Context: an optimization exercise on an open-source flow, tuned for small area, a short achievable clock period and few clock cycles per item. The choices shown serve that exercise and are no tape-out recipe. Where RTL was checked, it was by simulation tests only, not by an equivalence proof against the original. The RTL of runs 1 and 3 was laid out without a check of its function. Power and IR drop assume default switching activity.

<file path="design/flow/config.mk">
export PLATFORM = sky130hd
export DESIGN_NAME = subblock_chooser
export DESIGN_NICKNAME = subblock_chooser
export VERILOG_FILES = /design/flow/design.v
export SDC_FILE = /design/flow/constraint.sdc
export NUM_CORES = 4
export LEC_CHECK = 0
export CAP_MARGIN = 50
export CORE_MARGIN = 2
export CORE_UTILIZATION = 60
export PLACE_DENSITY = 0.72
export SLEW_MARGIN = 70
</file>
<file path="design/flow/constraint.sdc">
create_clock -name core_clock -period 20.0 [get_ports {clk}]
set_input_delay 4.0000 -clock core_clock [delete_from_list [all_inputs] [get_ports {clk}]]
set_output_delay 4.0000 -clock core_clock [all_outputs]
set_load 0.01 [all_outputs]
</file>
<file path="design/flow/design.v">
module subblock_chooser (
    input  wire        clk,
    input  wire        rst,
    input  wire        in_valid,
    output wire        in_ready,
    input  wire        in_first,
    input  wire        in_last,
    input  wire [23:0] in_value,
    input  wire [1:0]  in_hcnt,
    input  wire [23:0] in_hist1,
    input  wire [23:0] in_hist2,
    input  wire [23:0] in_hist3,
    output reg         out_valid,
    input  wire        out_ready,
    output reg  [1:0]  out_mode,
    output reg  [4:0]  out_param,
    output reg  [11:0] out_bits
);
    localparam NK = 23;             
    localparam NC = 4 * NK + 1;     
    localparam ESC = NK;            
    reg        rdy;                 
    reg  [1:0] outst;               
    assign in_ready = rdy;
    wire take     = in_valid && rdy;
    wire take_end = take && in_last;
    wire pop      = out_valid && out_ready;
    reg  [1:0] hold;
    wire [1:0] hold_n = take ? {in_last, in_first}
                             : (hold != 2'd0) ? hold - 2'd1 : 2'd0;
    wire [1:0] outst_n = outst + {1'b0, take_end} - {1'b0, pop};
    always @(posedge clk) begin
        if (rst) begin
            rdy   <= 1'b1;
            outst <= 2'd0;
            hold  <= 2'd0;
        end else begin
            outst <= outst_n;
            hold  <= hold_n;
            rdy   <= (hold_n == 2'd0) && (outst_n <= 2'd1);
        end
    end
    reg        conv, va, firsta, lasta;
    reg [23:0] xa, y1;
    reg [24:0] t1, t2;
    reg [1:0]  ha;
    wire signed [27:0] sx  = $signed(xa);
    wire signed [27:0] sy1 = $signed(y1);
    wire signed [27:0] st1 = $signed(t1);
    wire signed [27:0] st2 = $signed(t2);
    wire signed [27:0] d1  = sx - sy1;
    always @(posedge clk) begin
        if (rst) begin
            conv <= 1'b0;
            va   <= 1'b0;
        end else begin
            conv <= take && in_first;
            va   <= (take && !in_first) || conv;
        end
        if (take) begin
            xa     <= in_value;
            firsta <= in_first;
            lasta  <= in_last;
        end
        if (take && in_first) begin
            y1 <= in_hist1;
            t1 <= {in_hist2[23], in_hist2};
            t2 <= {in_hist3[23], in_hist3};
            ha <= in_hcnt;
        end else if (conv) begin
            t1 <= $signed(y1) - $signed(t1);
            t2 <= t1 - t2;
        end else if (va) begin
            y1 <= xa;
            t1 <= d1[24:0];
            t2 <= t1;
            ha <= (ha == 2'd3) ? 2'd3 : ha + 2'd1;
        end
    end
    wire signed [27:0] d2 = sx - sy1 - st1;              
    wire signed [27:0] d3 = sx - sy1 - 2 * st1 + st2;    
    wire signed [27:0] e1n = (ha >= 2'd1) ? d1 : sx;
    wire signed [27:0] e2n = (ha >= 2'd2) ? d2 : e1n;
    wire signed [27:0] e3n = (ha >= 2'd3) ? d3 : e2n;
    reg        v1, first1, last1;
    reg [23:0] e0;
    reg [24:0] e1;
    reg [25:0] e2;
    reg [26:0] e3;
    always @(posedge clk) begin
        if (rst)
            v1 <= 1'b0;
        else
            v1 <= va;
        first1 <= firsta;
        last1  <= lasta;
        e0 <= xa;
        e1 <= e1n[24:0];
        e2 <= e2n[25:0];
        e3 <= e3n[26:0];
    end
    wire [26:0] un [0:3];
    assign un[0] = {3'd0, e0[22:0], 1'b0} ^ {3'd0, {24{e0[23]}}};
    assign un[1] = {2'd0, e1[23:0], 1'b0} ^ {2'd0, {25{e1[24]}}};
    assign un[2] = {1'd0, e2[24:0], 1'b0} ^ {1'd0, {26{e2[25]}}};
    assign un[3] = {e3[25:0], 1'b0} ^ {27{e3[26]}};
    reg        vb, firstb, lastb, keepb;
    reg        shb;                 
    reg        rstd, rstd2;         
    reg        s1, s2, s3, s4, s5;  
    reg [26:0] uu  [0:3];
    reg [NK-1:0] sml [0:3];
    genvar gp, gk, gb;
    generate
        for (gp = 0; gp < 4; gp = gp + 1) begin : gsml
            for (gk = 0; gk < NK; gk = gk + 1) begin : gk_
                always @(posedge clk)
                    sml[gp][gk] <= v1 && ~|un[gp][26:gk+5]
                                   && !(un[gp][gk+4] && un[gp][gk+3]);
            end
            always @(posedge clk)
                uu[gp] <= un[gp];
        end
    endgenerate
    always @(posedge clk) begin
        if (rst)
            vb <= 1'b0;
        else
            vb <= v1;
        firstb <= first1;
        lastb  <= last1;
        keepb  <= !(v1 && first1);
        shb    <= (vb && lastb) || s1 || s2 || rst || rstd || rstd2;
        rstd   <= rst;
        rstd2  <= rstd;
    end
    reg [11:0] acc [0:4*NK-1];
    reg [11:0] esc;                 
    generate
        for (gp = 0; gp < 4; gp = gp + 1) begin : gmode
            for (gk = 0; gk < NK; gk = gk + 1) begin : gacc
                wire [4:0] q   = uu[gp][gk+4:gk];
                wire [5:0] g   = sml[gp][gk] ? (6'd47 - gk - {1'b0, q}) : 6'd0;
                wire [11:0] a  = {acc[gp*NK+gk][11:9] & {3{keepb}},
                                  acc[gp*NK+gk][8:0]};
                wire [6:0] c;
                wire [5:0] slo;
                assign c[0] = 1'b0;
                for (gb = 0; gb < 6; gb = gb + 1) begin : glo
                    assign slo[gb]  = a[gb] ^ g[gb] ^ c[gb];
                    assign c[gb+1]  = (a[gb] & g[gb]) | (a[gb] & c[gb]) | (g[gb] & c[gb]);
                end
                wire [5:0] pr;
                wire [5:0] shi;
                assign pr[0] = 1'b1;
                for (gb = 1; gb < 6; gb = gb + 1) begin : gpr
                    assign pr[gb] = pr[gb-1] & a[5+gb];
                end
                for (gb = 0; gb < 6; gb = gb + 1) begin : ghi
                    assign shi[gb] = a[6+gb] ^ (c[6] & pr[gb]);
                end
                wire [11:0] sum = (gk >= 16) ? {1'b0, shi[4:0], slo} : {shi, slo};
                always @(posedge clk) begin
                    acc[gp*NK+gk][11:3] <= shb ? acc[gp*NK+gk][8:0] : sum[11:3];
                    acc[gp*NK+gk][2:0]  <= shb ? 3'd0 : sum[2:0];
                end
            end
        end
    endgenerate
    always @(posedge clk)
        if (vb)
            esc <= firstb ? 12'd24 : esc + 12'd24;
    reg [NC-1:0] al;                
    reg [11:0]   mn;                
    reg [11:0]   esc5;              
    wire [2:0] escq = s1 ? esc[11:9] : s2 ? esc[8:6] : s3 ? esc[5:3] : esc[2:0];
    wire [2:0] cv [0:NC-1];
    genvar g;
    generate
        for (g = 0; g < NC; g = g + 1) begin : gcand
            if (g < NK)
                assign cv[g] = ~acc[g][11:9];
            else if (g == ESC)
                assign cv[g] = ~escq;
            else
                assign cv[g] = ~acc[g-1][11:9];
        end
    endgenerate
    wire [NC-1:0] bp [0:2];
    genvar gi, gj;
    generate
        for (gj = 0; gj < 3; gj = gj + 1) begin : gplane
            for (gi = 0; gi < NC; gi = gi + 1) begin : gbit
                assign bp[gj][gi] = cv[gi][gj];
            end
        end
    endgenerate
    wire [NC-1:0] ali = al | {NC{s1}};
    wire anyh = (s1 && |(~bp[2]))          || |(al & ~bp[2]);
    wire x    = (s1 && |(~bp[2] & ~bp[1])) || |(al & ~bp[2] & ~bp[1]);
    wire y    = (s1 && |(~bp[1]))          || |(al & ~bp[1]);
    wire anyl = anyh ? x : y;
    wire [NC-1:0] alm = ali & ~(bp[2] & {NC{anyh}}) & ~(bp[1] & {NC{anyl}});
    wire any0 = |(alm & ~bp[0]);
    wire [NC-1:0] aln = alm & ~(bp[0] & {NC{any0}});
    integer i;
    always @(posedge clk) begin
        if (rst) begin
            s1 <= 1'b0;
            s2 <= 1'b0;
            s3 <= 1'b0;
            s4 <= 1'b0;
            s5 <= 1'b0;
        end else begin
            s1 <= vb && lastb;
            s2 <= s1;
            s3 <= s2;
            s4 <= s3;
            s5 <= s4;
        end
        esc5 <= esc;
        al <= aln;
        mn <= {mn[8:0], !anyh, !anyl, !any0};
    end
    reg [1:0]  pm;
    reg [4:0]  pk;
    always @(*) begin
        pm = 2'd0;
        pk = 5'd0;
        for (i = NC - 1; i >= 0; i = i - 1) begin
            if (al[i]) begin
                if (i < NK) begin
                    pm = 2'd0;
                    pk = i;
                end else if (i == ESC) begin
                    pm = 2'd0;
                    pk = 5'd31;
                end else begin
                    pm = (i - 1) / NK;
                    pk = (i - 1) % NK;
                end
            end
        end
    end
    wire [11:0] bits = {esc5[10:0], 1'b0} + mn + 12'd9;
    reg        qv;
    reg [1:0]  qmode;
    reg [4:0]  qparam;
    reg [11:0] qbits;
    always @(posedge clk) begin
        if (rst) begin
            out_valid <= 1'b0;
            qv        <= 1'b0;
        end else begin
            if (!out_valid || out_ready) begin
                if (qv) begin
                    out_valid <= 1'b1;
                    out_mode  <= qmode;
                    out_param <= qparam;
                    out_bits  <= qbits;
                    qv        <= s5;
                    qmode     <= pm;
                    qparam    <= pk;
                    qbits     <= bits;
                end else begin
                    out_valid <= s5;
                    out_mode  <= pm;
                    out_param <= pk;
                    out_bits  <= bits;
                end
            end else if (s5) begin
                qv     <= 1'b1;
                qmode  <= pm;
                qparam <= pk;
                qbits  <= bits;
            end
        end
    end
endmodule
</file>
<file path="design/flow/run.sh">
#!/bin/bash
# synth_recipe.tcl (not shown) runs the flow's synth.tcl, then flattens the netlist and writes it again
# the make line also repeats each setting of config.mk as NAME=value (left out here)
make -C /OpenROAD-flow-scripts/flow DESIGN_CONFIG=/design/flow/config.mk WORK_HOME=/design/flow/orfs CLKGATE_MAP_FILE= SYNTH_SCRIPT=/design/flow/synth_recipe.tcl finish
</file>
==> impl_metrics.prom, run 1 <==
# TYPE chip_impl_metric gauge
chip_impl_info{name="outcome",value="timing/DRC/antenna clean"} 1
chip_impl_metric{name="crit_arrival",unit="ns"} 6.69
chip_impl_metric{name="setup_ws",unit="ns"} 14.01
chip_impl_metric{name="detailedRoute.firstIterationViolations",unit=""} 6894
chip_impl_metric{name="report.final.setup_viol",unit=""} 0
chip_impl_metric{name="maximum_number_of_pins_on_one_net_before_global_route_repair",unit=""} 82
chip_impl_metric{name="synth_cell_types",unit=""} 74
chip_impl_metric{name="layoutNonFillerInstCount",unit=""} 11523
chip_impl_metric{name="combPwrFrac",unit="%"} 28.6
chip_impl_metric{name="drive_gt1_share",unit="%"} 12.4
chip_impl_info{name="hp-class",value="reg -> reg"} 1
chip_impl_metric{name="worst_skew_pair.late_latency",unit="ns"} 0.82
chip_impl_metric{name="crit_fanout",unit=""} 4
chip_impl_metric{name="preCtsSetupSlack",unit="ns"} 13.71
chip_impl_metric{name="timing.clock.skew",unit="ns"} 0.0424
chip_impl_metric{name="clock-sinks",unit=""} 1639
chip_impl_metric{name="post-route-period-util",unit="%"} 29.9
chip_impl_metric{name="vias_per_cell",unit=""} 6.18
chip_impl_metric{name="route.detailed.drc",unit=""} 0
chip_impl_info{name="critical_path.endpoint_type",value="register"} 1
chip_impl_metric{name="fp.dieArea",unit="mm²"} 0.152
chip_impl_metric{name="ant_nets",unit=""} 0
chip_impl_metric{name="yosys.area_share.xor_xnor",unit="%"} 6.36
chip_impl_metric{name="hold_violation_total_from_the_final_report",unit=""} 0
chip_impl_metric{name="leakage",unit="nW"} 41.8
chip_impl_metric{name="placed_cells_incl_taps",unit=""} 11186
chip_impl_metric{name="drt_wl_total",unit="µm"} 305000
chip_impl_metric{name="fp-row-count",unit=""} 141
chip_impl_info{name="synth_top_area_cell",value="sky130_fd_sc_hd__dfxtp_1"} 1
chip_impl_metric{name="power.share.clock",unit="%"} 32.0
chip_impl_metric{name="switchingPower",unit="mW"} 3.85
chip_impl_metric{name="p_int",unit="mW"} 6.84
chip_impl_metric{name="route.vias.total",unit=""} 71252
chip_impl_metric{name="worst_slew_margin_rel",unit="%"} 63.7
chip_impl_metric{name="synthMuxAreaShare",unit="%"} 5.36
chip_impl_metric{name="grt_pass1_wl",unit="µm"} 452000
chip_impl_metric{name="yosysWarnings",unit=""} 8
chip_impl_metric{name="power.ir.vdd_worst",unit="mV"} 0.125
chip_impl_metric{name="timing_worst_slew_pin_value",unit="ns"} 0.545
chip_impl_metric{name="fmaxAchievable",unit="GHz"} 0.167
chip_impl_info{name="crit_chain",value="inv_1 > ha_1 > inv_1 > fa_1 > a21o_1 > a21oi_1 > nand2b_1 > inv_1 > o21ai_0 > a21oi_1 > ha_1 > or3_1 > o311a_1 > o21ai_0 > a21oi_1 > o41ai_2 > o21ai_1 > o41ai_4 > o21a_1 > nor3_1 > or4_1 > mux2_2"} 1
chip_impl_info{name="tritoncts",value="done"} 1
chip_impl_metric{name="sequential_share_of_power",unit="%"} 39.3
chip_impl_info{name="timing.critical_path.slowest_stage_cell",value="sky130_fd_sc_hd__or4_1"} 1
chip_impl_metric{name="finalPower",unit="mW"} 10.7
chip_impl_metric{name="buffers_inserted_by_post_cts_timing_repair",unit=""} 0
chip_impl_info{name="rsz0062_at_grt",value="no"} 1
chip_impl_metric{name="cts-root-to-sink-buffers",unit=""} 3
chip_impl_metric{name="synth_top_area_share",unit="%"} 33.3
chip_impl_metric{name="io_buffers",unit=""} 124
chip_impl_metric{name="setup_total_negative_slack",unit="ns"} 0
chip_impl_info{name="cpLargestDelayFamily",value="compound AO/OA/AOI/OAI gates"} 1
chip_impl_metric{name="core_region_area",unit="mm²"} 0.148
chip_impl_info{name="synth.area.top_cells",value="sky130_fd_sc_hd__dfxtp_1, sky130_fd_sc_hd__fa_1, sky130_fd_sc_hd__ha_1"} 1
chip_impl_metric{name="finalMaxSlewViolations",unit=""} 0
chip_impl_metric{name="synth_seq_cells",unit=""} 1639
chip_impl_metric{name="wl_per_cell",unit="µm"} 26.4
chip_impl_metric{name="starting_density_of_the_core",unit="%"} 60.5
chip_impl_metric{name="endpoint_required_time_on_the_critical_path",unit="ns"} 20.70
chip_impl_metric{name="synth_cells",unit=""} 9341
chip_impl_metric{name="synthSimpleGateAreaFrac",unit="%"} 16.2
chip_impl_info{name="timing.critical_path.from_type",value="register"} 1
chip_impl_metric{name="critical_path_buf_inv_count",unit=""} 3
chip_impl_metric{name="rr_worst_depth",unit=""} 22
chip_impl_metric{name="num_io_pins",unit=""} 125
chip_impl_metric{name="syn_area_per_cell",unit="µm²"} 9.59
chip_impl_metric{name="crit_cells",unit=""} 22
chip_impl_info{name="layout_commonest_cell",value="sky130_fd_sc_hd__dfxtp_1"} 1
chip_impl_metric{name="syn-cell-area",unit="mm²"} 0.0896
chip_impl_metric{name="synth_nets",unit=""} 10398
chip_impl_metric{name="max_cap_viols",unit=""} 0
chip_impl_info{name="cts_root_buffer",value="sky130_fd_sc_hd__clkbuf_16"} 1
chip_impl_metric{name="clk_pin_slew_worst_paths",unit="ns"} 0.06
chip_impl_metric{name="grt_pass1_vias",unit=""} 71616
chip_impl_metric{name="cts_buffers",unit=""} 174
chip_impl_metric{name="power.density_cell_area",unit="mW/mm²"} 105
chip_impl_metric{name="gp_congestion",unit=""} 1.11
chip_impl_metric{name="post-route-min-period",unit="ns"} 5.99
chip_impl_metric{name="postCtsHoldBufs",unit=""} 0
chip_impl_metric{name="min_delay_path_depth",unit=""} 0
chip_impl_info{name="synth_top_family_by_area",value="adder cells"} 1
chip_impl_metric{name="ys_seq_area_share",unit="%"} 38.3
chip_impl_metric{name="final_core_util",unit="%"} 68.9
chip_impl_info{name="synth_top_flop_cell",value="sky130_fd_sc_hd__dfxtp_1"} 1
chip_impl_metric{name="syn_to_final_growth",unit="%"} 13.8
chip_impl_metric{name="n_fill_cell",unit=""} 10982
chip_impl_metric{name="synth_adder_area_share",unit="%"} 17.4
chip_impl_metric{name="async_reset_ff_share",unit="%"} 0
chip_impl_metric{name="cts.repair.resized",unit=""} 0
chip_impl_metric{name="synth_compound_gate_area_share",unit="%"} 11.9
chip_impl_metric{name="first_pass_iters",unit=""} 6
chip_impl_metric{name="synth_edf_count",unit=""} 149
chip_impl_metric{name="hpwl",unit="µm"} 236000
chip_impl_metric{name="critPathMaxStageDelay",unit="ns"} 0.54
chip_impl_metric{name="track_usage",unit="%"} 39.7
chip_impl_metric{name="cts-htree-levels",unit=""} 4
chip_impl_metric{name="y_dimension_of_the_die",unit="µm"} 390
chip_impl_info{name="timing_worst_setup_path_type",value="reg -> reg"} 1
chip_impl_metric{name="switching_share",unit="%"} 36.0
chip_impl_metric{name="antenna_found_initial",unit=""} 18
chip_impl_metric{name="finish.net_count",unit=""} 10502
chip_impl_metric{name="globalRoute.totalOverflow",unit=""} 0
chip_impl_metric{name="dieWidth",unit="µm"} 390
chip_impl_info{name="layout.cells.most_common_list",value="sky130_fd_sc_hd__dfxtp_1, sky130_fd_sc_hd__nand2_1, sky130_fd_sc_hd__inv_1, sky130_fd_sc_hd__o21ai_0, sky130_fd_sc_hd__fa_1"} 1
[Yosys cell counts, drive strengths merged, types with 32 or more instances]
cell	count
mux2i	114
clkbuf	343
nand4	82
o22ai	86
ha	465
or3	49
xnor2	413
nand2	946
nor3	69
a31oi	56
o21a	64
xor2	238
and3	73
a22oi	75
and2	325
edfxtp	149
a221oi	34
o21ai	511
mux2	321
o22a	67
nand3	334
nor2	374
fa	488
a211oi	94
nor2b	459
buf	39
dfxtp	1490
nor4	76
a311oi	51
a22o	32
inv	690
a21oi	395
[stage by stage]
step | cell area [µm²] | hold WS (ns)
final | 102000 | 0.347
after floorplan | 89600 | 0.310
after global placement | 92600 | 0.323
after CTS | 101000 | 0.348
after global routing | 102000 | 0.358
after detailed placement | 95300 | 0.336
[worst paths after layout]
path / start / to / slack (ns)
setup / recovery: xa[0] / e3[24] / 14.01
hold / removal: mn[8] / mn[11] / 0.35
setup reg to reg: xa[0] / e3[24] / 14.01
hold reg to reg: mn[8] / mn[11] / 0.35
[power by group through the flow]
stage / combinational [mW] / clock [mW] / sequential (mW)
floorplan: 1.98 / 0 / 3.90
global placement: 2.69 / 0 / 4.22
detailed placement: 2.91 / 0 / 4.24
CTS: 2.94 / 3.44 / 4.17
global route: 3.29 / 3.58 / 4.22
finish: 3.06 / 3.43 / 4.21
[state kept, by name, indices dropped and copies added, names as in the netlist, 24 cells and up]
signal	flops
acc	1064
uu	101
al	93
sml	86
e3	27
e2	26
e1	25
t1	25
t2	25
e0	24
xa	24
y1	24
[layer usage]
layer / GRT usage, % / vias to the layer above / part of all wire (%)
li1: - / 32054 / -
met2: 61.5 / 3282 / 44
met4: 22.5 / 10 / 6.6
met5: 0 / - / 0.025
met1: 51.4 / 34987 / 40
met3: 8.62 / 919 / 8.8
[layout make-up]
| type | instances | area, µm² | share of cell area (%) |
|---|---|---|---|
| repair buffers | 310 | 3440 | 3.37 |
| diodes | 3 | 7.51 | 0.00736 |
| inverters | 690 | 2590 | 2.54 |
| multi-input cells | 6630 | 52900 | 51.9 |
| clock inverters | 80 | 1030 | 1.01 |
| well taps | 1930 | 2410 | 2.37 |
| flip-flops and latches | 1639 | 34500 | 33.9 |
| clock buffers | 241 | 5070 | 4.98 |
[logic make-up after synthesis]
group                    count (synthesis)
AO/OA/AOI/OAI                         1687
XOR/XNOR                               651
adder cells (fa/ha/maj)                953
buffers and inverters                 1072
flip-flops                            1639
multiplexers                           437
AND/OR/NAND/NOR                       2902
==> run 2, diff against run 1 <==
--- a/design/flow/design.v
+++ b/design/flow/design.v
@@ -115,5 +115,10 @@
         for (gp = 0; gp < 4; gp = gp + 1) begin : gsml
+            wire [27:5] zh;
+            assign zh[27] = 1'b1;
+            for (gb = 5; gb < 27; gb = gb + 1) begin : gz
+                assign zh[gb] = ~|un[gp][26:gb];
+            end
             for (gk = 0; gk < NK; gk = gk + 1) begin : gk_
                 always @(posedge clk)
-                    sml[gp][gk] <= v1 && ~|un[gp][26:gk+5]
+                    sml[gp][gk] <= v1 && zh[gk+5]
                                    && !(un[gp][gk+4] && un[gp][gk+3]);
==> impl_metrics.prom, run 2 <==
# TYPE chip_impl_metric gauge
chip_impl_info{name="outcome",value="timing/DRC/antenna clean"} 1
chip_impl_metric{name="synth_edf_count",unit=""} 149
chip_impl_metric{name="wl_per_cell",unit="µm"} 27.3
chip_impl_info{name="timing_worst_setup_path_type",value="reg -> reg"} 1
chip_impl_metric{name="route.vias.total",unit=""} 73474
chip_impl_metric{name="hpwl",unit="µm"} 253000
chip_impl_metric{name="maximum_number_of_pins_on_one_net_before_global_route_repair",unit=""} 77
chip_impl_metric{name="setup_ws",unit="ns"} 13.40
chip_impl_info{name="largest_registers_ranked_by_flip_flop_count",value="acc: 1104 flops, uu: 102 flops, al: 93 flops"} 1
chip_impl_metric{name="syn_to_final_growth",unit="%"} 13.6
chip_impl_metric{name="buffers_inserted_by_post_cts_timing_repair",unit=""} 0
chip_impl_metric{name="min_delay_path_depth",unit=""} 0
chip_impl_metric{name="ys_seq_area_share",unit="%"} 38.1
chip_impl_metric{name="antenna_found_initial",unit=""} 24
chip_impl_metric{name="timing.clock.skew",unit="ns"} 0.0536
chip_impl_metric{name="synth_top_area_share",unit="%"} 33.3
chip_impl_metric{name="post-route-period-util",unit="%"} 33.0
chip_impl_info{name="layout.cells.most_common_list",value="sky130_fd_sc_hd__dfxtp_1, sky130_fd_sc_hd__nand2_1, sky130_fd_sc_hd__inv_1, sky130_fd_sc_hd__o21ai_0, sky130_fd_sc_hd__fa_1"} 1
chip_impl_metric{name="core_region_area",unit="mm²"} 0.152
chip_impl_metric{name="setup_total_negative_slack",unit="ns"} 0
chip_impl_metric{name="fp.dieArea",unit="mm²"} 0.157
chip_impl_metric{name="postCtsHoldBufs",unit=""} 0
chip_impl_metric{name="io_buffers",unit=""} 124
chip_impl_info{name="tritoncts",value="done"} 1
chip_impl_info{name="rsz0062_at_grt",value="no"} 1
chip_impl_metric{name="finalMaxSlewViolations",unit=""} 0
chip_impl_metric{name="clk_pin_slew_worst_paths",unit="ns"} 0.06
chip_impl_metric{name="first_pass_iters",unit=""} 8
chip_impl_info{name="ys_top_cells_by_count",value="sky130_fd_sc_hd__dfxtp_1, sky130_fd_sc_hd__nand2_1, sky130_fd_sc_hd__inv_1, sky130_fd_sc_hd__o21ai_0, sky130_fd_sc_hd__fa_1"} 1
chip_impl_metric{name="clock-sinks",unit=""} 1681
chip_impl_info{name="layout_commonest_cell",value="sky130_fd_sc_hd__dfxtp_1"} 1
chip_impl_metric{name="synth_nets",unit=""} 10754
chip_impl_metric{name="grt_pass1_vias",unit=""} 74060
chip_impl_metric{name="hold_violation_total_from_the_final_report",unit=""} 0
chip_impl_metric{name="synth_cells",unit=""} 9657
chip_impl_metric{name="fmaxAchievable",unit="GHz"} 0.152
chip_impl_metric{name="multi_input_comb_area",unit="mm²"} 0.0543
chip_impl_metric{name="worst_skew_pair.late_latency",unit="ns"} 0.85
chip_impl_metric{name="worst_slew_margin_rel",unit="%"} 64.0
chip_impl_metric{name="ant_nets",unit=""} 0
chip_impl_metric{name="cts.repair.resized",unit=""} 0
chip_impl_metric{name="finalPower",unit="mW"} 11.0
chip_impl_metric{name="cts-root-to-sink-buffers",unit=""} 3
chip_impl_metric{name="leakage",unit="nW"} 43.2
chip_impl_metric{name="async_reset_ff_share",unit="%"} 0
chip_impl_metric{name="finish.net_count",unit=""} 10830
chip_impl_metric{name="grt_pass1_wl",unit="µm"} 479000
chip_impl_metric{name="track_usage",unit="%"} 41.2
chip_impl_metric{name="cts_buffers",unit=""} 177
chip_impl_metric{name="drt_wl_total",unit="µm"} 326000
chip_impl_info{name="critical_path.endpoint_type",value="register"} 1
chip_impl_metric{name="power.density_cell_area",unit="mW/mm²"} 105
chip_impl_info{name="hp-class",value="reg -> reg"} 1
chip_impl_info{name="synth.most_common_cell",value="sky130_fd_sc_hd__dfxtp_1"} 1
chip_impl_metric{name="detailedRoute.firstIterationViolations",unit=""} 7849
chip_impl_metric{name="report.final.setup_viol",unit=""} 0
chip_impl_metric{name="endpoint_required_time_on_the_critical_path",unit="ns"} 20.69
chip_impl_metric{name="gp_congestion",unit=""} 1.12
chip_impl_metric{name="y_dimension_of_the_die",unit="µm"} 396
chip_impl_metric{name="detailed_place.area",unit="mm²"} 0.0978
chip_impl_metric{name="timing_worst_slew_pin_value",unit="ns"} 0.541
chip_impl_info{name="largest_register",value="acc"} 1
chip_impl_metric{name="power.ir.vdd_worst",unit="mV"} 0.0888
chip_impl_metric{name="yosysWarnings",unit=""} 4
chip_impl_metric{name="max_cap_viols",unit=""} 0
chip_impl_metric{name="finish.instance_area",unit="mm²"} 0.105
chip_impl_metric{name="globalRoute.totalOverflow",unit=""} 0
chip_impl_metric{name="drive_gt1_share",unit="%"} 13.1
chip_impl_info{name="cts_root_buffer",value="sky130_fd_sc_hd__clkbuf_16"} 1
chip_impl_info{name="synth_top_area_cell",value="sky130_fd_sc_hd__dfxtp_1"} 1
chip_impl_info{name="synth.area.top_cells",value="sky130_fd_sc_hd__dfxtp_1, sky130_fd_sc_hd__fa_1, sky130_fd_sc_hd__ha_1"} 1
chip_impl_metric{name="crit_fanout",unit=""} 30
chip_impl_metric{name="vias_per_cell",unit=""} 6.17
chip_impl_metric{name="n_fill_cell",unit=""} 11231
chip_impl_metric{name="starting_density_of_the_core",unit="%"} 60.6
chip_impl_metric{name="cts-htree-levels",unit=""} 4
chip_impl_metric{name="num_io_pins",unit=""} 125
chip_impl_metric{name="dieWidth",unit="µm"} 396
chip_impl_metric{name="flip_flop_count_of_the_largest_register_after_layout",unit=""} 1104
chip_impl_metric{name="register_cell_area_after_layout",unit="mm²"} 0.0354
chip_impl_info{name="timing.critical_path.from_type",value="register"} 1
chip_impl_metric{name="syn-cell-area",unit="mm²"} 0.0922
chip_impl_metric{name="synth_seq_cells",unit=""} 1681
chip_impl_metric{name="crit_arrival",unit="ns"} 7.29
chip_impl_metric{name="rr_worst_depth",unit=""} 19
chip_impl_metric{name="post-route-min-period",unit="ns"} 6.60
chip_impl_metric{name="preCtsSetupSlack",unit="ns"} 13.74
chip_impl_info{name="synth_top_flop_cell",value="sky130_fd_sc_hd__dfxtp_1"} 1
chip_impl_metric{name="syn_area_per_cell",unit="µm²"} 9.55
chip_impl_metric{name="fp-row-count",unit=""} 143
chip_impl_metric{name="route.detailed.drc",unit=""} 0
chip_impl_metric{name="synth_cell_types",unit=""} 76
run 2: cell type report:
type	count	area share (%)
Multi-Input combinational cell	6814	51.8
Sequential cell	1681	33.8
Clock buffer	238	4.84
Timing Repair Buffer	334	3.41
Inverter	725	2.60
Tap cell	2030	2.42
Clock inverter	77	1.09
Antenna cell	10	0.0239
run 2: through the flow:
stage	utilization [%]	hold WS, ns	instances
after CTS	68.3	0.357	11883
after floorplan	-	0.310	9657
after global routing	68.8	0.358	11899
after detailed placement	64.3	0.340	11568
after global placement	62.5	0.330	11487
final	68.8	0.360	11909
run 2: logic make-up after synthesis:
family	share of synthesized area [%]
simple gates	16.4
fa+ha+maj	17.6
xor+xnor	6.36
compound gates	11.5
mux	5.18
flops	38.1
buf+inv	4.82
run 2: layer usage:
metal	wire, µm	share of wire, %	vias to the layer above	global-route usage, %
met2	143000	44	3438	63.2
met3	29600	9.1	891	9.40
met4	25100	7.7	18	26.6
met1	128000	39	36258	52.3
met5	136	0.042	-	0
li1	-	-	32869	-
run 2: worst paths after layout:
kind,startpoint,to,slack [ns]
worst max-delay path,acc[35][11],al[36],13.40
worst min-delay path,firsta,first1,0.36
worst max register to register,acc[35][11],al[36],13.40
worst min register to register,firsta,first1,0.36
run 2: worst max-delay path, stage by stage, from the launching register on:
cell	delay, ns
sky130_fd_sc_hd__dfxtp_1	0.45
sky130_fd_sc_hd__a22o_1	0.37
sky130_fd_sc_hd__a221oi_1	0.23
sky130_fd_sc_hd__clkdlybuf4s50_1	0.58
sky130_fd_sc_hd__nand4_1	0.32
sky130_fd_sc_hd__a2111oi_2	0.44
sky130_fd_sc_hd__a31oi_1	0.11
sky130_fd_sc_hd__or4_2	0.58
sky130_fd_sc_hd__buf_8	0.21
sky130_fd_sc_hd__nand2_4	0.33
sky130_fd_sc_hd__buf_4	0.48
sky130_fd_sc_hd__buf_4	0.43
sky130_fd_sc_hd__o211ai_1	0.27
sky130_fd_sc_hd__nand4_1	0.24
sky130_fd_sc_hd__nor4_2	0.08
sky130_fd_sc_hd__buf_4	0.26
sky130_fd_sc_hd__nand2_8	0.30
sky130_fd_sc_hd__buf_8	0.29
sky130_fd_sc_hd__buf_12	0.26
sky130_fd_sc_hd__a211oi_1	0.12
run 2: power breakdown:
part	internal, mW	total (mW)	switching, mW
clock network	2.05	3.53	1.48
logic	1.21	3.09	1.88
registers	3.72	4.34	0.616
total	6.98	11.0	3.97
Testbench counts of run 2, summed over its fixed seeds: cycles 75,117, subblocks 1,280.
==> run 3, diff against run 2 <==
--- a/design/flow/design.v
+++ b/design/flow/design.v
@@ -51,2 +51,4 @@
     wire signed [27:0] d1  = sx - sy1;
+    wire [24:0] c12 = $signed(y1) - $signed(t1);    
+    wire [24:0] c23 = t1 - t2;                      
     always @(posedge clk) begin
@@ -65,3 +67,3 @@
         if (take && in_first) begin
-            y1 <= in_hist1;
+            y1 <= (in_hcnt != 2'd0) ? in_hist1 : 24'd0;
             t1 <= {in_hist2[23], in_hist2};
@@ -70,8 +72,8 @@
         end else if (conv) begin
-            t1 <= $signed(y1) - $signed(t1);
-            t2 <= t1 - t2;
+            t1 <= (ha >= 2'd2) ? c12 : 25'd0;
+            t2 <= (ha == 2'd3) ? c23 : (ha == 2'd2) ? c12 : 25'd0;
         end else if (va) begin
             y1 <= xa;
-            t1 <= d1[24:0];
-            t2 <= t1;
+            t1 <= (ha != 2'd0) ? d1[24:0] : 25'd0;
+            t2 <= (ha == 2'd3) ? t1 : (ha == 2'd1) ? d1[24:0] : (ha == 2'd2) ? t1 : 25'd0;
             ha <= (ha == 2'd3) ? 2'd3 : ha + 2'd1;
@@ -81,5 +83,5 @@
     wire signed [27:0] d3 = sx - sy1 - 2 * st1 + st2;    
-    wire signed [27:0] e1n = (ha >= 2'd1) ? d1 : sx;
-    wire signed [27:0] e2n = (ha >= 2'd2) ? d2 : e1n;
-    wire signed [27:0] e3n = (ha >= 2'd3) ? d3 : e2n;
+    wire signed [27:0] e1n = d1;
+    wire signed [27:0] e2n = d2;
+    wire signed [27:0] e3n = d3;
     reg        v1, first1, last1;
==> impl_metrics.prom, run 3 <==
# TYPE chip_impl_metric gauge
chip_impl_info{name="outcome",value="timing/DRC/antenna clean"} 1
chip_impl_metric{name="leakage",unit="nW"} 42.6
chip_impl_info{name="min_delay_worst_endpoint",value="lastb"} 1
chip_impl_metric{name="route.vias.total",unit=""} 70010
chip_impl_metric{name="endpoint_required_time_on_the_critical_path",unit="ns"} 20.71
chip_impl_metric{name="synth_nets",unit=""} 10465
chip_impl_metric{name="switching_share",unit="%"} 35.2
chip_impl_metric{name="hold-worst-slack",unit="ns"} 0.333
chip_impl_info{name="timing_worst_setup_path_type",value="reg -> reg"} 1
chip_impl_metric{name="worst_skew_pair.late_latency",unit="ns"} 0.82
chip_impl_metric{name="yosysWarnings",unit=""} 4
chip_impl_metric{name="grtUsageMet3",unit="%"} 8.65
chip_impl_metric{name="grt_pass1_vias",unit=""} 70527
chip_impl_metric{name="hpwl",unit="µm"} 229000
chip_impl_metric{name="synth_seq_cells",unit=""} 1681
chip_impl_metric{name="crit_fanout",unit=""} 37
chip_impl_metric{name="post-route-min-period",unit="ns"} 5.93
chip_impl_metric{name="switchingPower",unit="mW"} 3.76
chip_impl_info{name="layout_commonest_cell",value="sky130_fd_sc_hd__dfxtp_1"} 1
chip_impl_metric{name="route.detailed.drc",unit=""} 0
chip_impl_metric{name="setup_total_negative_slack",unit="ns"} 0
chip_impl_metric{name="cts-htree-levels",unit=""} 4
chip_impl_metric{name="min_delay_path_depth",unit=""} 0
chip_impl_info{name="crit_chain",value="nor4_2 > nand4_1 > clkbuf_4 > nor4_2 > a21oi_1 > nor4_2 > a2111oi_4 > buf_6 > buf_6 > buf_12 > o21ai_1 > o22ai_1 > a2111oi_2 > buf_1 > buf_4 > nand4_1 > or4_4 > buf_8 > buf_12 > a21boi_0"} 1
chip_impl_metric{name="post-route-period-util",unit="%"} 29.6
chip_impl_metric{name="io_buffers",unit=""} 124
chip_impl_metric{name="finalPower",unit="mW"} 10.7
chip_impl_metric{name="drive_gt1_share",unit="%"} 13.9
chip_impl_info{name="rsz0062_at_grt",value="no"} 1
chip_impl_metric{name="core_region_area",unit="mm²"} 0.152
chip_impl_metric{name="first_pass_iters",unit=""} 6
chip_impl_metric{name="finalMaxSlewViolations",unit=""} 0
chip_impl_metric{name="hold_violation_total_from_the_final_report",unit=""} 0
chip_impl_metric{name="ant_nets",unit=""} 0
chip_impl_metric{name="synth_top_area_share",unit="%"} 33.5
chip_impl_info{name="top_usage_layer",value="met2"} 1
chip_impl_metric{name="critical_path_buf_inv_count",unit=""} 8
chip_impl_metric{name="async_reset_ff_share",unit="%"} 0
chip_impl_metric{name="n_fill_cell",unit=""} 11568
chip_impl_metric{name="syn-cell-area",unit="mm²"} 0.0915
chip_impl_info{name="ys_top_cells_by_count",value="sky130_fd_sc_hd__dfxtp_1, sky130_fd_sc_hd__nand2_1, sky130_fd_sc_hd__inv_1, sky130_fd_sc_hd__o21ai_0, sky130_fd_sc_hd__fa_1"} 1
chip_impl_metric{name="cts_buffers",unit=""} 179
chip_impl_metric{name="drt_wl_total",unit="µm"} 294000
chip_impl_metric{name="postCtsHoldBufs",unit=""} 0
chip_impl_info{name="largest_registers_ranked_by_flip_flop_count",value="acc: 1104 flops, uu: 102 flops, al: 93 flops"} 1
chip_impl_metric{name="use_met1",unit="%"} 48.3
chip_impl_metric{name="starting_density_of_the_core",unit="%"} 60.3
chip_impl_metric{name="timing.clock.skew",unit="ns"} 0.0427
chip_impl_metric{name="fp.dieArea",unit="mm²"} 0.156
chip_impl_metric{name="fp-row-count",unit=""} 143
chip_impl_info{name="layout.cells.most_common_list",value="sky130_fd_sc_hd__dfxtp_1, sky130_fd_sc_hd__nand2_1, sky130_fd_sc_hd__inv_1, sky130_fd_sc_hd__fa_1, sky130_fd_sc_hd__o21ai_0"} 1
chip_impl_metric{name="worst_slew_margin_rel",unit="%"} 64.8
chip_impl_metric{name="cts.repair.resized",unit=""} 0
chip_impl_metric{name="combPwrFrac",unit="%"} 27.0
chip_impl_metric{name="gp_congestion",unit=""} 1.13
chip_impl_metric{name="cts-root-to-sink-buffers",unit=""} 3
chip_impl_metric{name="syn_to_final_growth",unit="%"} 13.6
chip_impl_metric{name="synth_cells",unit=""} 9368
chip_impl_metric{name="syn_area_per_cell",unit="µm²"} 9.76
chip_impl_info{name="cts_root_buffer",value="sky130_fd_sc_hd__clkbuf_16"} 1
chip_impl_metric{name="fmaxAchievable",unit="GHz"} 0.169
chip_impl_info{name="critical_path.endpoint_type",value="register"} 1
chip_impl_metric{name="timing_worst_slew_pin_value",unit="ns"} 0.527
chip_impl_metric{name="clock-sinks",unit=""} 1681
chip_impl_metric{name="synth_cell_types",unit=""} 81
chip_impl_metric{name="num_io_pins",unit=""} 125
chip_impl_metric{name="wl_per_cell",unit="µm"} 25.3
chip_impl_info{name="tritoncts",value="done"} 1
chip_impl_metric{name="power.density_cell_area",unit="mW/mm²"} 103
chip_impl_metric{name="power.share.clock",unit="%"} 32.2
chip_impl_info{name="cpLargestDelayFamily",value="simple AND/OR/NAND/NOR gates"} 1
chip_impl_info{name="largest_register",value="acc"} 1
chip_impl_info{name="cp_common_cell",value="sky130_fd_sc_hd__nor4_2"} 1
chip_impl_info{name="synth.most_common_cell",value="sky130_fd_sc_hd__dfxtp_1"} 1
chip_impl_metric{name="grt_util_met2",unit="%"} 58.6
chip_impl_metric{name="power.ir.vdd_worst",unit="mV"} 0.106
chip_impl_info{name="synth.area.top_cells",value="sky130_fd_sc_hd__dfxtp_1, sky130_fd_sc_hd__fa_1, sky130_fd_sc_hd__ha_1"} 1
chip_impl_metric{name="antenna_found_initial",unit=""} 10
chip_impl_metric{name="crit_arrival",unit="ns"} 6.64
chip_impl_metric{name="clk_pin_slew_worst_paths",unit="ns"} 0.06
chip_impl_metric{name="finish.net_count",unit=""} 10534
chip_impl_metric{name="max_cap_viols",unit=""} 0
chip_impl_info{name="hp-class",value="reg -> reg"} 1
chip_impl_metric{name="grt_pass1_wl",unit="µm"} 442000
chip_impl_info{name="synth_top_area_cell",value="sky130_fd_sc_hd__dfxtp_1"} 1
chip_impl_metric{name="critPathMaxStageDelay",unit="ns"} 0.68
chip_impl_metric{name="synth_edf_count",unit=""} 149
chip_impl_info{name="timing.critical_path.from_type",value="register"} 1
chip_impl_metric{name="buffers_inserted_by_post_cts_timing_repair",unit=""} 0
chip_impl_metric{name="maximum_number_of_pins_on_one_net_before_global_route_repair",unit=""} 79
chip_impl_metric{name="sequential_share_of_power",unit="%"} 40.8
chip_impl_metric{name="ys_seq_area_share",unit="%"} 38.4
chip_impl_metric{name="ff2ff_setup_slack",unit="ns"} 14.07
chip_impl_metric{name="detailedRoute.firstIterationViolations",unit=""} 6293
chip_impl_info{name="r2r_end",value="al[65]"} 1
chip_impl_info{name="timing.critical_path.slowest_stage_cell",value="sky130_fd_sc_hd__or4_4"} 1
chip_impl_metric{name="track_usage",unit="%"} 37.6
chip_impl_metric{name="rr_worst_depth",unit=""} 20
chip_impl_info{name="holdCritStartpoint",value="last1"} 1
chip_impl_metric{name="globalRoute.totalOverflow",unit=""} 0
chip_impl_info{name="crit-reg2reg-launch",value="acc[11][11]"} 1
chip_impl_info{name="synth_top_flop_cell",value="sky130_fd_sc_hd__dfxtp_1"} 1
chip_impl_metric{name="y_dimension_of_the_die",unit="µm"} 394
chip_impl_metric{name="p_int",unit="mW"} 6.91
chip_impl_metric{name="vias_per_cell",unit=""} 6.03
chip_impl_metric{name="report.final.setup_viol",unit=""} 0
chip_impl_metric{name="flip_flop_count_of_the_largest_register_after_layout",unit=""} 1104
chip_impl_metric{name="dieWidth",unit="µm"} 394
-- run 3: worst max-delay path by stage --
| stage | end | startpoint | depth (start not counted) |
|---|---|---|---|
| floorplan | ha[0] | in_valid | 6 |
| global placement | al[23] | acc[57][11] | 16 |
| detailed placement | t2[23] | in_first | 7 |
| CTS | out_mode[1] | out_mode[1] | 1 |
| global route | al[41] | acc[52][11] | 21 |
| finish | al[65] | acc[11][11] | 20 |
-- run 3: cell type report --
type	count	area, µm²	area share (%)
Tap cell	2030	2540	2.44
Clock buffer	267	5310	5.11
Multi-Input combinational cell	6613	54000	52.0
Inverter	647	2430	2.34
Timing Repair Buffer	315	3470	3.34
Antenna cell	3	7.51	0.00722
Sequential cell	1681	35400	34.1
Clock inverter	58	773	0.744
-- run 3: cells by family after synthesis --
| kind of cell | share of synthesized area (%) |
|---|---|
| AND/OR/NAND/NOR | 15.8 |
| flip-flops | 38.4 |
| AO/OA/AOI/OAI | 11.5 |
| buffers and inverters | 4.49 |
| adder cells (fa/ha/maj) | 17.7 |
| XOR/XNOR | 6.47 |
| multiplexers | 5.55 |
-- run 3: metal layers --
layer  part of all wire (%)  wire length (µm)
met3                    8.5             25000
met4                    6.8             20000
met2                     44            130000
met1                     40            118000
met5                  0.036               105
-- run 3: power by group through the flow --
| stage | Sequential [mW] | Clock [mW] | Combinational [mW] |
|---|---|---|---|
| after floorplan | 4.00 | 0 | 1.94 |
| after global placement | 4.35 | 0 | 2.55 |
| after detailed placement | 4.38 | 0 | 2.77 |
| after CTS | 4.31 | 3.46 | 2.80 |
| after global routing | 4.36 | 3.60 | 3.13 |
| final | 4.35 | 3.44 | 2.88 |
-- run 3: worst register-to-register path, stage by stage (launching register included) --
cell and delay, ns:
sky130_fd_sc_hd__dfxtp_1 0.44, sky130_fd_sc_hd__nor4_2 0.40, sky130_fd_sc_hd__nand4_1 0.30, sky130_fd_sc_hd__clkbuf_4 0.29
sky130_fd_sc_hd__nor4_2 0.37, sky130_fd_sc_hd__a21oi_1 0.20, sky130_fd_sc_hd__nor4_2 0.34, sky130_fd_sc_hd__a2111oi_4 0.11
sky130_fd_sc_hd__buf_6 0.22, sky130_fd_sc_hd__buf_6 0.25, sky130_fd_sc_hd__buf_12 0.19, sky130_fd_sc_hd__o21ai_1 0.21
sky130_fd_sc_hd__o22ai_1 0.21, sky130_fd_sc_hd__a2111oi_2 0.45, sky130_fd_sc_hd__buf_1 0.20, sky130_fd_sc_hd__buf_4 0.13
sky130_fd_sc_hd__nand4_1 0.14, sky130_fd_sc_hd__or4_4 0.68, sky130_fd_sc_hd__buf_8 0.26, sky130_fd_sc_hd__buf_12 0.22
sky130_fd_sc_hd__a21boi_0 0.21
-- run 3: through the flow --
stage          worst slack [ns]  std cells  utilization [%]  instance area (µm²)
6_report                  14.07      11614             68.5               104000
5_1_grt                   13.99      11611             68.5               104000
4_1_cts                   14.22      11592             68.0               103000
3_5_place_dp              13.87      11267             64.0                97200
3_3_place_gp              12.95      11182             62.2                94300
2_1_floorplan             13.21       9368                -                91500
==> run 4, diff against run 3 <==
--- a/design/flow/design.v
+++ b/design/flow/design.v
@@ -27,5 +27,5 @@
     wire pop      = out_valid && out_ready;
-    reg  [1:0] hold;
-    wire [1:0] hold_n = take ? {in_last, in_first}
-                             : (hold != 2'd0) ? hold - 2'd1 : 2'd0;
+    reg  [2:0] hold;
+    wire [2:0] hold_n = take ? ((in_first && in_last) ? 3'd4 : {1'b0, in_last, in_first})
+                             : (hold != 3'd0) ? hold - 3'd1 : 3'd0;
     wire [1:0] outst_n = outst + {1'b0, take_end} - {1'b0, pop};
@@ -39,6 +39,6 @@
             hold  <= hold_n;
-            rdy   <= (hold_n == 2'd0) && (outst_n <= 2'd1);
-        end
-    end
-    reg        conv, va, firsta, lasta;
+            rdy   <= (hold_n == 3'd0) && (outst_n <= 2'd1);
+        end
+    end
+    reg        conv, conv2, va, firsta, lasta;
     reg [23:0] xa, y1;
@@ -55,7 +55,9 @@
         if (rst) begin
-            conv <= 1'b0;
-            va   <= 1'b0;
-        end else begin
-            conv <= take && in_first;
-            va   <= (take && !in_first) || conv;
+            conv  <= 1'b0;
+            conv2 <= 1'b0;
+            va    <= 1'b0;
+        end else begin
+            conv  <= take && in_first;
+            conv2 <= conv && lasta;
+            va    <= (take && !in_first) || (conv && !lasta) || conv2;
         end
@@ -204,10 +206,13 @@
     endgenerate
-    wire [NC-1:0] ali = al | {NC{s1}};
-    wire anyh = (s1 && |(~bp[2]))          || |(al & ~bp[2]);
-    wire x    = (s1 && |(~bp[2] & ~bp[1])) || |(al & ~bp[2] & ~bp[1]);
-    wire y    = (s1 && |(~bp[1]))          || |(al & ~bp[1]);
+    wire anyh = |(al & ~bp[2]);
+    wire x    = |(al & ~bp[2] & ~bp[1]);
+    wire y    = |(al & ~bp[1]);
     wire anyl = anyh ? x : y;
-    wire [NC-1:0] alm = ali & ~(bp[2] & {NC{anyh}}) & ~(bp[1] & {NC{anyl}});
-    wire any0 = |(alm & ~bp[0]);
-    wire [NC-1:0] aln = alm & ~(bp[0] & {NC{any0}});
+    wire z00  = |(al & ~bp[2] & ~bp[1] & ~bp[0]);
+    wire z01  = |(al & ~bp[2] &  bp[1] & ~bp[0]);
+    wire z10  = |(al &  bp[2] & ~bp[1] & ~bp[0]);
+    wire z11  = |(al &  bp[2] &  bp[1] & ~bp[0]);
+    wire any0 = anyh ? (anyl ? z00 : z01) : (anyl ? z10 : z11);
+    wire [NC-1:0] aln = al & ~(bp[2] & {NC{anyh}}) & ~(bp[1] & {NC{anyl}})
+                           & ~(bp[0] & {NC{any0}});
     integer i;
@@ -228,3 +233,3 @@
         esc5 <= esc;
-        al <= aln;
+        al <= (s1 || s2 || s3 || s4) ? aln : {NC{1'b1}};
         mn <= {mn[8:0], !anyh, !anyl, !any0};
--- a/design/flow/config.mk
+++ b/design/flow/config.mk
@@ -10,2 +10,4 @@
 export CORE_UTILIZATION = 60
+export CTS_CLUSTER_DIAMETER = 100
+export CTS_CLUSTER_SIZE = 30
 export PLACE_DENSITY = 0.72
==> impl_metrics.prom, run 4 <==
# TYPE chip_impl_metric gauge
chip_impl_metric{name="starting_density_of_the_core",unit="%"} 60.2
chip_impl_metric{name="post-route-min-period",unit="ns"} 5.82
chip_impl_metric{name="globalRoute.totalOverflow",unit=""} 0
chip_impl_info{name="outcome",value="timing/DRC/antenna clean"} 1
chip_impl_metric{name="finish.instance_area",unit="mm²"} 0.102
chip_impl_metric{name="buffers_inserted_by_post_cts_timing_repair",unit=""} 0
chip_impl_info{name="synth.most_common_cell",value="sky130_fd_sc_hd__dfxtp_1"} 1
chip_impl_metric{name="grt_pass1_vias",unit=""} 71531
chip_impl_metric{name="finish.net_count",unit=""} 10820
chip_impl_metric{name="synth_cell_types",unit=""} 87
chip_impl_metric{name="finalPower",unit="mW"} 9.07
chip_impl_metric{name="post-route-period-util",unit="%"} 29.1
chip_impl_metric{name="grt_pass1_wl",unit="µm"} 456000
chip_impl_metric{name="synth_edf_count",unit=""} 149
chip_impl_info{name="timing.critical_path.from_type",value="primary input"} 1
chip_impl_info{name="layout.cells.most_common_list",value="sky130_fd_sc_hd__dfxtp_1, sky130_fd_sc_hd__nand2_1, sky130_fd_sc_hd__inv_1, sky130_fd_sc_hd__o21ai_0, sky130_fd_sc_hd__fa_1"} 1
chip_impl_metric{name="y_dimension_of_the_die",unit="µm"} 399
chip_impl_metric{name="clk_pin_slew_worst_paths",unit="ns"} 0.11
chip_impl_metric{name="track_usage",unit="%"} 38.4
chip_impl_metric{name="postCtsHoldBufs",unit=""} 0
chip_impl_metric{name="gp_congestion",unit=""} 1.12
chip_impl_metric{name="setup_total_negative_slack",unit="ns"} 0
chip_impl_info{name="synth_top_area_cell",value="sky130_fd_sc_hd__dfxtp_1"} 1
chip_impl_metric{name="yosysWarnings",unit=""} 4
chip_impl_info{name="largest_registers_ranked_by_flip_flop_count",value="acc: 1104 flops, uu: 102 flops, al: 93 flops"} 1
chip_impl_metric{name="max_cap_viols",unit=""} 0
chip_impl_metric{name="synth_top_area_share",unit="%"} 32.8
chip_impl_metric{name="syn_to_final_growth",unit="%"} 9.26
chip_impl_info{name="tritoncts",value="done"} 1
chip_impl_metric{name="synth_seq_cells",unit=""} 1683
chip_impl_metric{name="clock-sinks",unit=""} 1683
chip_impl_metric{name="setup_ws",unit="ns"} 14.18
chip_impl_info{name="ys_top_cells_by_count",value="sky130_fd_sc_hd__dfxtp_1, sky130_fd_sc_hd__nand2_1, sky130_fd_sc_hd__inv_1, sky130_fd_sc_hd__o21ai_0, sky130_fd_sc_hd__fa_1"} 1
chip_impl_metric{name="crit_fanout",unit=""} 50
chip_impl_info{name="synth_top_flop_cell",value="sky130_fd_sc_hd__dfxtp_1"} 1
chip_impl_metric{name="fmaxAchievable",unit="GHz"} 0.172
chip_impl_metric{name="leakage",unit="nW"} 41.8
chip_impl_metric{name="timing.clock.skew",unit="ns"} 0.0435
chip_impl_metric{name="hold-worst-slack",unit="ns"} 0.334
chip_impl_metric{name="maximum_number_of_pins_on_one_net_before_global_route_repair",unit=""} 83
chip_impl_info{name="rsz0062_at_grt",value="no"} 1
chip_impl_metric{name="cts-htree-levels",unit=""} 3
chip_impl_metric{name="hold_violation_total_from_the_final_report",unit=""} 0
chip_impl_metric{name="preCtsSetupSlack",unit="ns"} 13.48
chip_impl_metric{name="fp-row-count",unit=""} 145
chip_impl_metric{name="worst_slew_margin_rel",unit="%"} 65.9
chip_impl_info{name="critical_path.endpoint_type",value="register"} 1
chip_impl_metric{name="fp.dieArea",unit="mm²"} 0.159
chip_impl_metric{name="first_pass_iters",unit=""} 9
chip_impl_metric{name="core_region_area",unit="mm²"} 0.156
chip_impl_metric{name="ys_seq_area_share",unit="%"} 37.5
chip_impl_metric{name="placed_cells_incl_taps",unit=""} 11697
chip_impl_info{name="synth.area.top_cells",value="sky130_fd_sc_hd__dfxtp_1, sky130_fd_sc_hd__fa_1, sky130_fd_sc_hd__ha_1"} 1
chip_impl_metric{name="hpwl",unit="µm"} 246000
chip_impl_metric{name="crit_arrival",unit="ns"} 6.23
chip_impl_metric{name="flip_flop_count_of_the_largest_register_after_layout",unit=""} 1104
chip_impl_metric{name="vias_per_cell",unit=""} 6.17
chip_impl_metric{name="detailed_place.area",unit="mm²"} 0.0996
chip_impl_info{name="timing_worst_setup_path_type",value="in -> reg"} 1
chip_impl_metric{name="route.detailed.drc",unit=""} 0
chip_impl_metric{name="synth_cells",unit=""} 9815
chip_impl_metric{name="ant_nets",unit=""} 0
chip_impl_metric{name="finalMaxSlewViolations",unit=""} 0
chip_impl_metric{name="cts.repair.resized",unit=""} 0
chip_impl_metric{name="syn-cell-area",unit="mm²"} 0.0937
chip_impl_metric{name="dieWidth",unit="µm"} 399
chip_impl_metric{name="syn_area_per_cell",unit="µm²"} 9.55
chip_impl_metric{name="cts_buffers",unit=""} 72
chip_impl_metric{name="drive_gt1_share",unit="%"} 11.7
chip_impl_metric{name="async_reset_ff_share",unit="%"} 0
chip_impl_info{name="layout_commonest_cell",value="sky130_fd_sc_hd__dfxtp_1"} 1
chip_impl_metric{name="power.density_cell_area",unit="mW/mm²"} 88.5
chip_impl_metric{name="num_io_pins",unit=""} 125
chip_impl_metric{name="detailedRoute.firstIterationViolations",unit=""} 7835
chip_impl_metric{name="cts-root-to-sink-buffers",unit=""} 3
chip_impl_metric{name="timing_worst_slew_pin_value",unit="ns"} 0.510
chip_impl_metric{name="drt_wl_total",unit="µm"} 309000
chip_impl_metric{name="antenna_found_initial",unit=""} 14
chip_impl_info{name="hp-class",value="reg -> reg"} 1
chip_impl_metric{name="layoutNonFillerInstCount",unit=""} 11812
chip_impl_metric{name="worst_skew_pair.late_latency",unit="ns"} 0.76
chip_impl_metric{name="io_buffers",unit=""} 124
chip_impl_metric{name="endpoint_required_time_on_the_critical_path",unit="ns"} 20.41
chip_impl_metric{name="wl_per_cell",unit="µm"} 26.1
chip_impl_info{name="cts_root_buffer",value="sky130_fd_sc_hd__clkbuf_16"} 1
chip_impl_metric{name="synth_nets",unit=""} 10912
chip_impl_metric{name="route.vias.total",unit=""} 72905
chip_impl_info{name="largest_register",value="acc"} 1
chip_impl_metric{name="report.final.setup_viol",unit=""} 0
chip_impl_metric{name="final_core_util",unit="%"} 65.8
chip_impl_metric{name="power.ir.vdd_worst",unit="mV"} 0.0758
[run 4: cell count changes after synthesis, sizes merged, moves of 80 or more]
| cell | previous run | this run |
|---|---|---|
| o22a | 146 | 66 |
| o221ai | 21 | 112 |
| nand4b | 1 | 82 |
| clkbuf | 386 | 496 |
| nand4 | 79 | 167 |
| nor2 | 365 | 478 |
[run 4: cell families (layout without fill, tap and decap cells)]
| logic type | Yosys count | after routing | synth area share, % |
|---|---|---|---|
| and+or+nand+nor | 3271 | 3271 | 18.1 |
| DFF | 1683 | 1683 | 37.5 |
| AOI/OAI and AO/OA | 1599 | 1599 | 10.8 |
| buffers and inverters | 1145 | 1078 | 4.61 |
| adders and majority gates | 993 | 993 | 17.3 |
| xor gates and xnor gates | 674 | 674 | 6.30 |
| muxes | 450 | 450 | 5.29 |
| other | 0 | 6 | 0 |
[run 4: report_power, final]
part / internal (mW) / switching, mW
logic: 1.23 / 1.81
clock network: 0.713 / 1.17
registers: 3.70 / 0.446
[run 4: final cells by class]
class / count / area [µm²]
Antenna cell: 6 / 15.0
Clock buffer: 81 / 1880
Clock inverter: 18 / 315
Fill cell: 12395 / 53200
Inverter: 608 / 2280
Multi-Input combinational cell: 6987 / 55900
Sequential cell: 1683 / 35500
Tap cell: 2058 / 2570
Timing Repair Buffer: 371 / 3940
[run 4: routing by layer]
layer / vias up / wire (µm) / GRT usage (%)
met5: - / 56 / 0
met4: 10 / 20200 / 21.1
met3: 717 / 30500 / 9.60
met2: 3150 / 131000 / 57.3
met1: 35723 / 127000 / 51.2
li1: 33305 / - / -
[run 4: final timing paths]
kind / from / end / slack (ns) / cells after the start
hold reg to reg: last1 / lastb / 0.33 / 0
setup / recovery: in_first / t1[1] / 14.18 / 7
setup reg to reg: xa[0] / e2[23] / 14.53 / 23
hold / removal: last1 / lastb / 0.33 / 0
[run 4: critical path: stages]
cell and delay (ns):
sky130_fd_sc_hd__clkdlybuf4s50_1 0.61, sky130_fd_sc_hd__and3_2 0.25, sky130_fd_sc_hd__buf_8 0.18, sky130_fd_sc_hd__buf_12 0.25, sky130_fd_sc_hd__nor2_2 0.14, sky130_fd_sc_hd__nand2_2 0.27, sky130_fd_sc_hd__clkbuf_8 0.43
Testbench counts of run 4, summed over its fixed seeds: cycles 75,117, subblocks 1,280.
==> run 5, diff against run 4 <==
--- a/design/flow/config.mk
+++ b/design/flow/config.mk
@@ -10,4 +10,4 @@
 export CORE_UTILIZATION = 60
-export CTS_CLUSTER_DIAMETER = 100
-export CTS_CLUSTER_SIZE = 30
+export CTS_CLUSTER_DIAMETER = 80
+export CTS_CLUSTER_SIZE = 22
 export PLACE_DENSITY = 0.72
==> impl_metrics.prom, run 5 <==
# TYPE chip_impl_metric gauge
chip_impl_info{name="outcome",value="timing/DRC/antenna clean"} 1
chip_impl_metric{name="synth_cell_types",unit=""} 87
chip_impl_metric{name="rr_worst_depth",unit=""} 22
chip_impl_metric{name="syn_to_final_growth",unit="%"} 10.5
chip_impl_info{name="critical_path.endpoint_type",value="register"} 1
chip_impl_metric{name="synth_edf_count",unit=""} 149
chip_impl_metric{name="n_fill_cell",unit=""} 12221
chip_impl_metric{name="finalMaxSlewViolations",unit=""} 0
chip_impl_info{name="cpLargestDelayFamily",value="buffers and inverters"} 1
chip_impl_metric{name="crit_arrival",unit="ns"} 6.23
chip_impl_metric{name="gp_congestion",unit=""} 1.12
chip_impl_metric{name="globalRoute.totalOverflow",unit=""} 0
chip_impl_metric{name="clock-sinks",unit=""} 1683
chip_impl_metric{name="finish.net_count",unit=""} 10851
chip_impl_metric{name="yosysWarnings",unit=""} 4
chip_impl_info{name="crit_chain",value="clkdlybuf4s50_1 > and3_2 > buf_8 > buf_12 > nor2_2 > nand2_2 > clkbuf_8"} 1
chip_impl_metric{name="cts.repair.resized",unit=""} 0
chip_impl_metric{name="buffers_inserted_by_post_cts_timing_repair",unit=""} 0
chip_impl_metric{name="first_pass_iters",unit=""} 10
chip_impl_metric{name="vias_per_cell",unit=""} 6.21
chip_impl_metric{name="postCtsHoldBufs",unit=""} 0
chip_impl_metric{name="endpoint_required_time_on_the_critical_path",unit="ns"} 20.42
chip_impl_metric{name="maximum_number_of_pins_on_one_net_before_global_route_repair",unit=""} 83
chip_impl_metric{name="timing_worst_slew_pin_value",unit="ns"} 0.511
chip_impl_info{name="r2r_end",value="e2[23]"} 1
chip_impl_metric{name="fp.dieArea",unit="mm²"} 0.159
chip_impl_metric{name="power.ir.vdd_worst",unit="mV"} 0.0767
chip_impl_metric{name="post-route-min-period",unit="ns"} 5.81
chip_impl_metric{name="drive_gt1_share",unit="%"} 12.2
chip_impl_metric{name="grt_pass1_wl",unit="µm"} 458000
chip_impl_metric{name="wl_per_cell",unit="µm"} 26.2
chip_impl_info{name="tritoncts",value="done"} 1
chip_impl_metric{name="post-route-period-util",unit="%"} 29.1
chip_impl_info{name="timing.critical_path.slowest_stage_cell",value="sky130_fd_sc_hd__clkdlybuf4s50_1"} 1
run 5: cell types whose count changed in the layout (fill, tap and decap cells not counted), sizes merged:
| cell | previous run | this run |
|---|---|---|
| clkinv | 8 | 21 |
| clkinvlp | 0 | 6 |
| inv | 618 | 628 |
| buf | 242 | 240 |
| diode | 6 | 7 |
| clkbuf | 84 | 125 |
| clkdlybuf4s50 | 125 | 124 |
| clkdlybuf4s25 | 0 | 1 |
| bufinv | 0 | 2 |
run 5: worst max path at each step:
stage	end	cells past startpoint	slack (ns)
floorplan	ha[0]	6	13.02
global placement	t1[2]	6	13.05
detailed placement	t1[2]	6	13.48
CTS	out_bits[3]	1	14.22
global route	t2[8]	7	14.12
finish	t1[10]	7	14.19
run 5: per-stage QoR:
stage / util, % / hold WS, ns / instances / setup WS (ns) / cell area, µm²
after floorplan: - / 0.310 / 9815 / 13.02 / 93700
after global placement: 62.1 / 0.315 / 11612 / 13.05 / 96700
after detailed placement: 64.0 / 0.313 / 11697 / 13.48 / 99600
after CTS: 66.2 / 0.331 / 11866 / 14.22 / 103000
after global routing: 66.5 / 0.346 / 11876 / 14.12 / 104000
final: 66.6 / 0.331 / 11883 / 14.19 / 104000
run 5: routing by layer:
metal	wire length [µm]	part of all wire, %	vias up	GRT usage, %
met5	34	0.011	-	0
met4	20600	6.6	6	21.5
met3	31500	10	770	9.11
met2	132000	42	3496	57.5
met1	127000	41	36104	51.7
li1	-	-	33418	-
run 5: layout make-up:
class	count	area (µm²)	share of cell area, %
clock buffers	120	2740	2.65
inverters	608	2280	2.20
clock inverters	49	633	0.611
well taps	2058	2570	2.49
diodes	7	17.5	0.0169
multi-input cells	6987	55900	54.0
repair buffers	371	3940	3.80
flip-flops and latches	1683	35500	34.2
run 5: kinds of logic (layout without fill, tap and decap cells):
group | after synthesis | count (layout) | synth area share (%)
AO/OA/AOI/OAI | 1599 | 1599 | 10.8
XOR/XNOR | 674 | 674 | 6.30
adder cells (fa/ha/maj) | 993 | 993 | 17.3
buffers and inverters | 1145 | 1148 | 4.61
flip-flops | 1683 | 1683 | 37.5
multiplexers | 450 | 450 | 5.29
other | 0 | 7 | 0
AND/OR/NAND/NOR | 3271 | 3271 | 18.1
run 5: worst register-to-register path, stage by stage, from the launching register on:
cell and delay [ns]:
sky130_fd_sc_hd__edfxtp_1 0.39, sky130_fd_sc_hd__inv_1 0.09, sky130_fd_sc_hd__ha_2 0.24, sky130_fd_sc_hd__inv_1 0.10, sky130_fd_sc_hd__fa_1 0.41, sky130_fd_sc_hd__a21o_1 0.17
sky130_fd_sc_hd__a21oi_1 0.33, sky130_fd_sc_hd__o21ai_0 0.20, sky130_fd_sc_hd__and2_1 0.23, sky130_fd_sc_hd__o21a_1 0.19, sky130_fd_sc_hd__nor2_1 0.20, sky130_fd_sc_hd__xnor2_2 0.20
sky130_fd_sc_hd__ha_1 0.38, sky130_fd_sc_hd__or4_1 0.49, sky130_fd_sc_hd__o21ai_0 0.13, sky130_fd_sc_hd__a211oi_1 0.12, sky130_fd_sc_hd__a31oi_1 0.31, sky130_fd_sc_hd__a21oi_1 0.20
sky130_fd_sc_hd__o41ai_4 0.32, sky130_fd_sc_hd__buf_1 0.18, sky130_fd_sc_hd__o221ai_1 0.18, sky130_fd_sc_hd__a21oi_1 0.24, sky130_fd_sc_hd__xnor2_1 0.16
run 5: power by group:
| part | total, mW | switching [mW] | internal [mW] |
|---|---|---|---|
| Clock | 2.35 | 1.30 | 1.05 |
| Combinational | 3.05 | 1.82 | 1.23 |
| Sequential | 4.14 | 0.448 | 3.69 |
| Total | 9.54 | 3.56 | 5.98 |

afterwards: timing with drivers on the ports:
In the flow no input, the clock included, has a driving cell. The finished layouts below were timed again as built, in two steps.
Step 1: set_driving_cell puts a clkbuf_16 on clk and a buf_2 on each other input, an assumption about the parent block.
Step 2, shift: input delay + t, output delay - t, t = (earliest + latest rising clock arrival at the registers) / 2. This alone moves slack from input paths to output paths.
Slacks: no drivers / after step 1 / after step 2; pairs: no drivers / after step 1.
| run | t (ns) | setup slack, ns | latest minus earliest clock arrival (ns) | cell pins on the clock port's net |
|---|---|---|---|---|
| run 1 | 0.893 | 14.013 / 14.013 / 13.885 | 0.043 / 0.043 | 1 |
| run 2 | 0.912 | 13.400 / 13.400 / 13.400 | 0.061 / 0.061 | 1 |
| run 3 | 0.883 | 14.072 / 14.072 / 13.885 | 0.044 / 0.043 | 1 |
| run 4 | 0.813 | 14.181 / 14.199 / 13.423 | 0.044 / 0.044 | 1 |
| run 5 | 0.847 | 14.190 / 14.174 / 13.402 | 0.034 / 0.035 | 1 |
After both steps every run listed still meets setup and hold. The setup slack of run 5, which loses most, moves by -0.016 ns with the drivers and by -0.788 ns with both steps.
